Background: an optimization exercise with open tools, aiming at small area. Do not read the settings as production practice.
For this run, only the layout was checked, not whether the RTL still works.

==> flow/design.v <==
module dc_front (
    input  wire        clk,
    input  wire        rst,           
    input  wire        mod_bit,       
    input  wire        demod_neg,     
    input  wire        restart_req,   
    input  wire        ts_slow,       
    output reg         sw_valid,      
    output reg  [11:0] coarse,
    output reg         coarse_sat,
    output reg         coarse_first,
    output reg  [34:0] hb,
    output reg         ts_valid,      
    output reg  [15:0] ts_sample,
    output reg         ts_sat,
    output reg         ts_first
);
    reg  [16:0] tstamp;      
    reg  [16:0] age;         
    reg         pend;        
    reg         m_slow;      
    wire cic_inst  = (tstamp[5:0] == 6'd0);
    wire swap_inst = (tstamp[6:0] == 7'd0);
    wire ts_inst   = m_slow ? (tstamp == 17'd0)
                            : (tstamp == 17'd0 || tstamp == 17'd61440);
    wire do_restart = pend && swap_inst;
    wire [16:0] ts_ready_age = m_slow ? 17'd123136 : 17'd61696;    
    always @(posedge clk) begin
        if (rst) begin
            tstamp <= 17'd0;
            age    <= 17'd0;
            pend   <= 1'b0;
            m_slow <= ts_slow;
        end else begin
            tstamp <= (tstamp == 17'd122879) ? 17'd0 : tstamp + 17'd1;
            if (do_restart) begin
                age    <= 17'd1;
                m_slow <= ts_slow;
            end else if (age != 17'h1FFFF) begin
                age <= age + 17'd1;
            end
            if (restart_req)
                pend <= 1'b1;
            else if (do_restart)
                pend <= 1'b0;
        end
    end
    wire signed [27:0] d = (mod_bit ^ demod_neg) ? 28'sd1 : -28'sd1;
    reg  signed [27:0] i1, i2, i3, i4;
    reg  signed [27:0] p1, p2, p3, p4;
    wire signed [27:0] i1n = i1 + d;
    wire signed [27:0] i2n = i2 + i1n;
    wire signed [27:0] i3n = i3 + i2n;
    wire signed [27:0] i4n = i4 + i3n;
    wire signed [27:0] c1 = i4 - p1;
    wire signed [27:0] c2 = c1 - p2;
    wire signed [27:0] c3 = c2 - p3;
    wire signed [27:0] y  = c3 - p4;
    always @(posedge clk) begin
        if (rst) begin
            i1 <= 28'sd0; i2 <= 28'sd0; i3 <= 28'sd0; i4 <= 28'sd0;
            p1 <= 28'sd0; p2 <= 28'sd0; p3 <= 28'sd0; p4 <= 28'sd0;
        end else if (do_restart) begin
            i1 <= d; i2 <= d; i3 <= d; i4 <= d;
            p1 <= 28'sd0; p2 <= 28'sd0; p3 <= 28'sd0; p4 <= 28'sd0;
        end else begin
            i1 <= i1n; i2 <= i2n; i3 <= i3n; i4 <= i4n;
            if (cic_inst) begin
                p1 <= i4; p2 <= c1; p3 <= c2; p4 <= c3;
            end
        end
    end
    wire               accept = (age >= 17'd320);
    wire signed [27:0] ya     = accept ? y : 28'sd0;
    reg signed [27:0] hist [0:9];
    integer k;
    always @(posedge clk) begin
        if (rst || do_restart) begin
            for (k = 0; k < 10; k = k + 1)
                hist[k] <= 28'sd0;
        end else if (cic_inst) begin
            hist[0] <= ya;
            for (k = 1; k < 10; k = k + 1)
                hist[k] <= hist[k-1];
        end
    end
    wire signed [29:0] csum = ya + hist[0] + hist[1] + hist[2];
    wire        [29:0] cmag = csum[29] ? -csum : csum;
    wire        [15:0] cq   = (cmag + 30'd8192) >> 14;
    reg  signed [11:0] cval;
    reg                csat;
    always @(*) begin
        csat = 1'b0;
        if (!csum[29] && cq > 16'd2047) begin
            cval = 12'sd2047;  csat = 1'b1;
        end else if (csum[29] && cq > 16'd2048) begin
            cval = -12'sd2048; csat = 1'b1;
        end else if (csum[29]) begin
            cval = -cq[11:0];
        end else begin
            cval = cq[11:0];
        end
    end
    wire signed [34:0] hval =  35'sd3   * ya
                             - 35'sd25  * hist[1]
                             + 35'sd150 * hist[3]
                             + 35'sd256 * hist[4]
                             + 35'sd150 * hist[5]
                             - 35'sd25  * hist[7]
                             + 35'sd3   * hist[9];
    reg  signed [35:0] acc;
    reg                ts_done_first;    
    wire signed [35:0] tsum = acc + ya;
    wire        [35:0] tmag = tsum[35] ? -tsum : tsum;
    wire        [35:0] tnum = tmag + (m_slow ? 36'd245760 : 36'd122880);
    wire        [20:0] tsh  = m_slow ? tnum[35:15] : tnum[34:14];
    wire        [20:0] tq   = tsh / 21'd15;
    reg  signed [15:0] tval;
    reg                tsat;
    always @(*) begin
        tsat = 1'b0;
        if (!tsum[35] && tq > 21'd32767) begin
            tval = 16'sd32767;  tsat = 1'b1;
        end else if (tsum[35] && tq > 21'd32768) begin
            tval = -16'sd32768; tsat = 1'b1;
        end else if (tsum[35]) begin
            tval = -tq[15:0];
        end else begin
            tval = tq[15:0];
        end
    end
    always @(posedge clk) begin
        if (rst || do_restart) begin
            acc <= 36'sd0;
        end else if (cic_inst) begin
            if (ts_inst)
                acc <= 36'sd0;
            else
                acc <= tsum;
        end
    end
    always @(posedge clk) begin
        if (rst) begin
            sw_valid      <= 1'b0;
            ts_valid      <= 1'b0;
            ts_done_first <= 1'b0;
            coarse        <= 12'd0;
            coarse_sat    <= 1'b0;
            coarse_first  <= 1'b0;
            hb            <= 35'd0;
            ts_sample     <= 16'd0;
            ts_sat        <= 1'b0;
            ts_first      <= 1'b0;
        end else begin
            sw_valid <= swap_inst && (age >= 17'd512);
            if (swap_inst && age >= 17'd512) begin
                coarse       <= cval;
                coarse_sat   <= csat;
                coarse_first <= (age == 17'd512);
                hb           <= hval;
            end
            ts_valid <= cic_inst && ts_inst && (age >= ts_ready_age);
            if (cic_inst && ts_inst && age >= ts_ready_age) begin
                ts_sample <= tval;
                ts_sat    <= tsat;
                ts_first  <= !ts_done_first;
            end
            if (do_restart)
                ts_done_first <= 1'b0;
            else if (cic_inst && ts_inst && age >= ts_ready_age)
                ts_done_first <= 1'b1;
        end
    end
endmodule
==> flow/run.sh <==
#!/bin/bash
# synth_recipe.tcl (not shown) runs the flow's synth.tcl, then flattens the netlist and writes it again
# the make line also repeats each setting of config.mk as NAME=value (left out here)
make -C /OpenROAD-flow-scripts/flow DESIGN_CONFIG=/design/flow/config.mk WORK_HOME=/design/flow/orfs CLKGATE_MAP_FILE= SYNTH_SCRIPT=/design/flow/synth_recipe.tcl finish
==> flow/config.mk <==
export PLATFORM = sky130hd
export DESIGN_NAME = dc_front
export DESIGN_NICKNAME = dc_front
export VERILOG_FILES = /design/flow/design.v
export SDC_FILE = /design/flow/constraint.sdc
export NUM_CORES = 4
export LEC_CHECK = 0
export CAP_MARGIN = 20
export CORE_MARGIN = 2
export CORE_UTILIZATION = 40
export SLEW_MARGIN = 20
==> flow/constraint.sdc <==
create_clock -name core_clock -period 40.0 [get_ports {clk}]
set_input_delay 8.0000 -clock core_clock [delete_from_list [all_inputs] [get_ports {clk}]]
set_output_delay 8.0000 -clock core_clock [all_outputs]
set_load 0.01 [all_outputs]
==> run summary <==
## cell families (layout without fill, tap and decap cells)
group / Yosys count / count (layout)
AND/OR/NAND/NOR: 2049 / 2049
buffers and inverters: 1302 / 1320
adder cells (fa/ha/maj): 1172 / 1172
multiplexers: 21 / 21
flip-flops: 646 / 646
XOR/XNOR: 433 / 433
AO/OA/AOI/OAI: 1716 / 1716
## state kept, by name (all words and copies together), names as in the netlist, 28 cells and up
| name | count |
|---|---|
| hist | 280 |
| acc | 36 |
| hb | 35 |
| i1 | 28 |
| i2 | 28 |
| i3 | 28 |
| i4 | 28 |
| p1 | 28 |
| p2 | 28 |
| p3 | 28 |
| p4 | 28 |
## worst max-delay path by stage
stage	startpoint	end	slack, ns	cells after the start
floorplan	i4[0]$_SDFF_PP0_	ts_sample[11]$_SDFFE_PP0P_	16.33	110
global placement	i4[0]$_SDFF_PP0_	ts_sample[2]$_SDFFE_PP0P_	12.53	107
detailed placement	i4[0]$_SDFF_PP0_	ts_sample[10]$_SDFFE_PP0P_	12.17	107
CTS	i4[0]$_SDFF_PP0_	ts_sample[10]$_SDFFE_PP0P_	12.07	107
global route	i4[0]$_SDFF_PP0_	ts_sample[10]$_SDFFE_PP0P_	9.25	107
finish	i4[0]$_SDFF_PP0_	ts_sample[2]$_SDFFE_PP0P_	11.92	107
## layer usage
| metal | routed length, um | track usage | vias up |
|---|---|---|---|
| met3 | 6800 | 0.0307 | 219 |
| li1 | - | - | 24231 |
| met4 | 4030 | 0.0557 | 2 |
| met1 | 68200 | 0.255 | 22994 |
| met5 | 13 | 0 | - |
| met2 | 70200 | 0.335 | 756 |
## cell type report
| class | count | area [sq um] | share of cell area |
|---|---|---|---|
| Clock buffer | 106 | 2260 | 0.0345 |
| Sequential cell | 646 | 12900 | 0.197 |
| Timing Repair Buffer | 117 | 1090 | 0.0167 |
| Tap cell | 2016 | 2520 | 0.0385 |
| Clock inverter | 46 | 663 | 0.0101 |
| Inverter | 1051 | 3950 | 0.0603 |
| Multi-Input combinational cell | 5391 | 42200 | 0.643 |
## cell usage after synthesis, drive strengths merged, types with 8 or more instances
library cell / count / share of area
nand2: 1205 / 0.075
inv: 1050 / 0.066
a21oi: 809 / 0.068
ha: 659 / 0.14
dfxtp: 645 / 0.22
fa: 510 / 0.17
nor2: 362 / 0.023
xnor2: 287 / 0.042
o21ai: 245 / 0.020
clkbuf: 222 / 0.014
xor2: 144 / 0.021
o21bai: 143 / 0.018
a21o: 103 / 0.013
nor3: 79 / 0.0068
nand3: 73 / 0.0062
a211oi: 63 / 0.0081
nand2b: 50 / 0.0052
and2: 41 / 0.0043
o21a: 40 / 0.0050
o211ai: 37 / 0.0047
nand4: 34 / 0.0037
nor2b: 33 / 0.0034
a22oi: 32 / 0.0040
and3: 32 / 0.0033
nor4: 30 / 0.0037
buf: 29 / 0.0024
o31ai: 27 / 0.0035
or4: 27 / 0.0036
a21boi: 25 / 0.0032
a31oi: 25 / 0.0026
or3: 25 / 0.0026
mux2i: 16 / 0.0029
or2: 16 / 0.0017
a211o: 15 / 0.0022
a2111oi: 12 / 0.0021
a221oi: 11 / 0.0020
o2111ai: 11 / 0.0016
o22ai: 11 / 0.0011
and4: 9 / 0.0013
o211a: 9 / 0.0015
o31a: 9 / 0.0013
a311oi: 8 / 0.0015
o221ai: 8 / 0.0015
## per-stage QoR
step | instances
after floorplan | 7339
after global placement | 9217
after detailed placement | 9218
after CTS | 9370
after global routing | 9373
final | 9373
## tightest hold or removal path, delay by kind of cell, from the launching register on
kind	cells	cell delay (ns)
compound gates	1	0.05
flops	1	0.31
simple gates	1	0.05
==> metrics.yaml <==
critical_path:
  cpPeakStageDelay_ns: 0.92
  arrival_ns: 28.67
  cp-end-kind: "flip-flop"
  path_max_fanout: 30
  cp.required_ns: 40.59
  timing.rr.start: "i4[0]$_SDFF_PP0_"
  reg2regPathDepth: 107
  slowest_stage: "o41ai_2"
  path_buf_inv: 7
  r2r-end: "ts_sample[2]$_SDFFE_PP0P_"
  cpMostUsedCell: "a21oi_1"
  critPathLaunchType: "flip-flop"
  criticalPathCategory: "flip-flop to flip-flop"
  cp_top_family: "compound AO/OA/AOI/OAI gates"
  rrSetupSlack_ns: 11.92
yosys:
  ys_seq_area_frac: 0.216
  syn_area_per_cell_sq_um: 8.17
  yosysUniqueCellTypes: 117
  synth-adder-area-share: 0.308
  yosysWarningCount: 2
  ys_ff_latch: 646
  synth_top_family_by_area: "adder cells"
  synth_cells: 7339
  synth_flop_cell: "dfxtp_1"
  synth_edf_count: 1
  synth-xor-area-share: 0.0638
  syn_area_sq_mm: 0.0600
  synth-simple-area-share: 0.149
  async_reset_ff_frac: 0
  synth_nets: 8514
  synth-compound-area-share: 0.177
  synthMuxAreaShare: 0.00394
timing:
  setup_viol: 0
  fin_ws_ns: 11.92
  whs_ns: 0.446
  drv_slew: 0
  period_needed_ns: 28.08
  tightest_slew_ns: 1.25
  slew_headroom: 0.169
  fmax_ghz: 0.0356
  rsz0062_at_grt: "false"
  period_share: 0.702
  fin_worst_skew_ns: 0.0251
  setup-tns-final_ns: 0
  finalHoldViolCount: 0
grt:
  first_global_vias: 47988
  antenna_found_initial: 6
  grt_pass1_wl_um: 246000
  grt_max_degree: 195
  track_usage: 0.196
  grt_overflow: 0
placed_design:
  io_buffers: 74
  dp_hpwl_um: 114000
  routabilityCongestion: 0.887
  pre_cts_slack_ns: 12.17
  placed_area_sq_mm: 0.0626
layout:
  fin_util: 0.439
  n_fill_cell: 14914
  final_cell_mix: "nand2_1 (1,204), inv_1 (1,049), a21oi_1 (803)"
  diodes: 0
  final_common_cell: "nand2_1"
  syn_to_final_growth_pct: 9.39
  drive_gt1_frac: 0.0363
  nNetsFinal: 8465
  fin_area_sq_mm: 0.0656
drt:
  via_per_inst: 5.14
  remaining_drc_errors: 0
  routedWlPerCell_um: 15.9
  wl_um: 149000
  drtAntennaViolNets: 0
  drtIter0Drc: 2345
  drtPass1Iterations: 5
  vias: 48202
clock_tree:
  ctsHoldBuffers: 0
  cts.sinks: 646
  cts_setup_buffers: 0
  clkLatencyLatePin_ns: 0.70
  cts_resized: 0
  path_clk_slew_ns: 0.06
  cts_root_buf: "clkbuf_16"
  cts_buffer_depth: 3
  cts_tree: "done"
  cts_inserted_buffers: 83
  htreeDepth: 3
floorplan:
  io_pins: 75
  rows: 142
  die_y_um: 391
  initial_core_util: 0.401
  die_area_sq_mm: 0.153
  core_area_sq_mm: 0.149
  dieWidth_um: 391
outcome:
  status: "timing/DRC/antenna clean"
worst_hold_path:
  hold_start: "hist[6][23]$_SDFFE_PP0N_"
  hold_path_class: "flip-flop to flip-flop"
  min_path_cells: 2
  whs_endpoint: "hist[7][23]$_SDFFE_PP0N_"
flow_run:
  drv_cap: 0

[separate check: timing with driven ports]
The results above use ideal ports. As a check the final layout listed here was re-extracted and re-timed, cells and wires unchanged.
Step 1 sets driving cells, clkbuf_16 on the clock port and buf_2 on the other inputs (assumed; they add their load-dependent delay and slew).
Step 2 times the ports against the registers' clock, not the clock port: input delays grow and output delays shrink by t, the midpoint of the rising clock arrivals with the driver on.
a / b / c = no drivers / after step 1 / after step 2; a / b = the first two.
t, ns: 0.752
slack for setup (ns): 11.923 / 11.923 / 11.923
latest minus earliest clock arrival (ns): 0.028 / 0.027
slew at the worst register clock pin (ns): 0.06 / 0.06
After both steps setup and hold are still met in this run. For this run, drivers alone change the setup slack by 0.000 ns; drivers and shift together by 0.000 ns.
